This is an optimization exercise on Yosys and OpenROAD, whose aim is small area, not a production implementation. In this exercise RTL edits were held to simulation tests only and were not proved equivalent to the original. Power figures rest on the tool's default switching activity, not on a simulated workload.

== lane 1 ==
Design sd_channel, start of the top module:
module sd_channel (
    input  wire        clk,
    input  wire        rst,             
    input  wire        en,              
    input  wire [2:0]  cfg_order,       
    input  wire [8:0]  cfg_decim,       
    input  wire [6:0]  cfg_len,         
    input  wire        cfg_fen,         
    input  wire [5:0]  cfg_fr,          
    input  wire [3:0]  cfg_fcnt,        
    input  wire [15:0] cfg_fast_hi,     
    input  wire [15:0] cfg_fast_lo,     
    input  wire        sd_valid,        
    input  wire        sd_bit,
    input  wire        clr_stuck,       
    input  wire        clr_fast_trip,   
    output reg         res_valid,
    output wire [31:0] res_value,       
    output wire [7:0]  res_qual,        
    output wire [15:0] res_count,       
    output reg         fast_valid,
    output wire [15:0] fast_value,      
    output reg         stat_stuck,
    output reg         stat_fast_trip
);
For scale: about 880 flip-flops, about 150 I/O pins, roughly 32000 um2 of cells after synthesis.
clock: 12.0 ns
lec_check: 0
abc_area: 1
cap_margin: 20
core_margin: 2
core_utilization: 40
cts_cluster_diameter: 80
cts_cluster_size: 34
slew_margin: 20
run.sh (not shown) runs the stock make flow with config.mk's settings and CLKGATE_MAP_FILE= SYNTH_SCRIPT=/design/flow/synth_recipe.tcl, a recipe that flattens the netlist after the stock synthesis.
Lane 1 | status: complete | timing, DRC, antenna: pass
For lane 2, these inputs were changed with respect to lane 1:
Settings: swapping 34 for 30 in CTS_CLUSTER_SIZE; swapping 80 for 90 in CTS_CLUSTER_DIAMETER.
Findings:
As far as fraction of area in non-clock buffers is concerned, lane 2 and lane 1 perform about the same. Changes observed in lane 2 relative to lane 1: part of the power in the clock network decreased by 2.5 points relative to the old numbers, sum of internal, switching and leakage power went down by 3.8%, final cycle utilization of the critical path grew by 0.21 points, final net count closely matched the old numbers. Any difference in detailed route wirelength on metal2 between lane 1 and lane 2 is small enough to ignore. Final area, lane 2 vs lane 1: down slightly. Lane 2 ended with more layout clock buffer count than lane 1. Reported for lane 1 and lane 2, overall die width turned out identical to the last digit.

sd_channel, a different RTL version from the one above (not shown whole).
Size: ~880 flip-flops, roughly 150 I/O pins, roughly 32000 sq um of cells after synthesis.
==> flow/config.mk <==
export PLATFORM = sky130hd
export DESIGN_NAME = sd_channel
export DESIGN_NICKNAME = sd_channel
export VERILOG_FILES = /design/flow/design.v
export SDC_FILE = /design/flow/constraint.sdc
export NUM_CORES = 4
export LEC_CHECK = 0
export CAP_MARGIN = 20
export CORE_MARGIN = 2
export CORE_UTILIZATION = 40
export CTS_CLUSTER_DIAMETER = 90
export CTS_CLUSTER_SIZE = 30
export SLEW_MARGIN = 20
==> flow/constraint.sdc <==
create_clock -name core_clock -period 12.0 [get_ports {clk}]
set_input_delay 2.4000 -clock core_clock [delete_from_list [all_inputs] [get_ports {clk}]]
set_output_delay 2.4000 -clock core_clock [all_outputs]
set_load 0.01 [all_outputs]
Next try:
Settings changed: ABC_AREA set to 0, CTS_CLUSTER_DIAMETER 90 to 120.
Clock power goes down by about 10%.
Critical path depth stays the same.
Cell area goes down by 0.71%.
Area after synthesis stays the same.
Global-route usage hardly moves.
Setup slack loses 0.0061 ns.
Maximum frequency stays flat.
Sequential power is about the same.
Via count stays flat.
Sequential cell count does not change.
Next try:
Settings changed: ABC_AREA 0 to unset, CTS_CLUSTER_DIAMETER 120 to unset, CTS_CLUSTER_SIZE 30 to unset.
- The new run produced a clean layout
- setup slack improved by 0.035 ns
- first-iteration DRC count rose by 3.5%
- cell area rose by 5.5%
- hold slack improved by 0.0072 ns
- global-route usage rose by 0.49 points
- power rose by 27%
- critical path depth does not change
- clock-buffer cell count rose by 78
- clock skew rose by 0.0031 ns
- sequential cell count stays the same
- cell count rose by 2.7%

Setup of v30:
Starting RTL as in the previous note.
clock: 12.0 ns
lec_check: 0
abc_area: 1
cap_margin: 20
core_margin: 2
core_utilization: 60
cts_cluster_diameter: 90
cts_cluster_size: 30
slew_margin: 20
## Diff of input files: v38 against v30
# v30
export LEC_CHECK = 0
export ABC_AREA = 1
export CAP_MARGIN = 20
export CORE_MARGIN = 2
export CORE_UTILIZATION = 60
export CTS_CLUSTER_DIAMETER = 90
export CTS_CLUSTER_SIZE = 30
export SLEW_MARGIN = 20
create_clock -name core_clock -period 12.0 [get_ports {clk}]
# v38
export LEC_CHECK = 0
export ABC_AREA = 1
export CAP_MARGIN = 20
export CORE_MARGIN = 2
export CORE_UTILIZATION = 40
export CTS_CLUSTER_DIAMETER = 90
export CTS_CLUSTER_SIZE = 30
export SLEW_MARGIN = 20
create_clock -name core_clock -period 12.0 [get_ports {clk}]
Findings:
- As far as area taken by multi-input logic gates is concerned, v38 and v30 perform about the same.
- Comparing v38 and v30, the higher width of the die was measured on v38.
- Compared with v30, v38 shows worst supply voltage drop on vdd that has gone down by more than a quarter.
- v38 against v30: final cell count without fillers saw an increase, total net switching power went up by about 3.5%, via count lost 1.8%, final area up 490 sq um, clock-pin slew of the registers on the worst-case setup and hold paths increased by 0.02 ns relative to the old numbers.
- Insertion delay to the later sink of the worst-skew pair for v38: 0.02 ns up relative to v30
- Against v30, power in v38 came out worse.
- Fraction of area in registers: v38 < v30
Modified inputs, v8 compared to v38
# v38
export LEC_CHECK = 0
export ABC_AREA = 1
export CAP_MARGIN = 20
export CORE_MARGIN = 2
export CORE_UTILIZATION = 40
export CTS_CLUSTER_DIAMETER = 90
export CTS_CLUSTER_SIZE = 30
export SLEW_MARGIN = 20
create_clock -name core_clock -period 12.0 [get_ports {clk}]
# v8
export LEC_CHECK = 0
export CAP_MARGIN = 20
export CORE_MARGIN = 2
export CORE_UTILIZATION = 40
export CTS_CLUSTER_DIAMETER = 50
export CTS_CLUSTER_SIZE = 35
export SLEW_MARGIN = 20
create_clock -name core_clock -period 12.0 [get_ports {clk}]
--- outcome ---
- Summary: via count, v8 worse than v38
- On v8: mean cell area of the mapped netlist is about 7% higher than what v38 gave.
- Of the two values seen for uppermost signal routing layer after detailed routing, met4 was produced by v38 and met5 by v8.
- Looking at time the worst path needs with I/O delays and setup across v8 and v38, the one that comes out lower is v8.
- v8 ended with more mux cell area share after synthesis than v38.
- Die area, v8 and v38, higher one = v8.
- Looking at v8 and v38, the largest stage delay on the critical path is a wash.
- v8 vs. v38: overall power went up by 880 uW.
- Against v38, v8 reports a worst slack at placement that is higher.
- v8 — register-to-register slack 0.19 ns higher, v38 as reference
> inputs changed (v8 -> v31)
# v8
export LEC_CHECK = 0
export CAP_MARGIN = 20
export CORE_MARGIN = 2
export CORE_UTILIZATION = 40
export CTS_CLUSTER_DIAMETER = 50
export CTS_CLUSTER_SIZE = 35
export SLEW_MARGIN = 20
create_clock -name core_clock -period 12.0 [get_ports {clk}]
# v31
export LEC_CHECK = 0
export CAP_MARGIN = 20
export CORE_MARGIN = 2
export CORE_UTILIZATION = 40
export CTS_CLUSTER_DIAMETER = 60
export CTS_CLUSTER_SIZE = 40
export SLEW_MARGIN = 20
create_clock -name core_clock -period 12.0 [get_ports {clk}]
==> comparison <==
v8 -> v31: initial core utilization delta 0, exact match
v31 has hold slack above what v8 had.
Cmp v8 and v31 / relative contribution of combinational cells to total power / higher: v31

[what the ideal ports hide]
In the flow no input, the clock included, has a driving cell. The finished layouts below were timed again as built, in two steps. Step 1, drivers: a clkbuf_16 drives clk and a buf_2 each remaining input, both assumed. Step 2 also shifts input and output timing later by t, the mid clock arrival at the registers, as if the neighbouring blocks saw the same clock. a / b / c = no drivers / after step 1 / after step 2; a / b = the first two.
run	t, ns	setup slack, ns	hold WS [ns]	worst register clock-pin slew, ns	worst data-port slew with drivers (ns)
lane 1	0.657	0.911 / 0.951 / 0.294	0.288 / 0.288 / 0.288	0.12 / 0.12	0.06
lane 2	0.641	0.886 / 0.924 / 0.282	0.320 / 0.320 / 0.320	0.11 / 0.11	0.06
the first run of note 2	0.653	0.959 / 0.936 / 0.284	0.321 / 0.321 / 0.321	0.11 / 0.11	0.11
the second run of note 2	0.653	0.953 / 0.934 / 0.282	0.313 / 0.313 / 0.313	0.12 / 0.12	0.11
the third run of note 2	0.675	0.987 / 0.965 / 0.290	0.321 / 0.321 / 0.321	0.07 / 0.07	0.11
v30	0.643	0.731 / 0.767 / 0.124	0.314 / 0.314 / 0.314	0.11 / 0.11	0.08
v38	0.657	0.933 / 0.970 / 0.313	0.299 / 0.299 / 0.299	0.12 / 0.12	0.11
v8	0.674	0.991 / 0.969 / 0.295	0.297 / 0.297 / 0.297	0.10 / 0.10	0.11
v31	0.682	1.025 / 1.005 / 0.323	0.309 / 0.309 / 0.309	0.12 / 0.12	0.11
After both steps every run listed still meets setup and hold. For v31, which loses most, drivers alone change the setup slack by -0.020 ns; drivers and shift together by -0.702 ns.
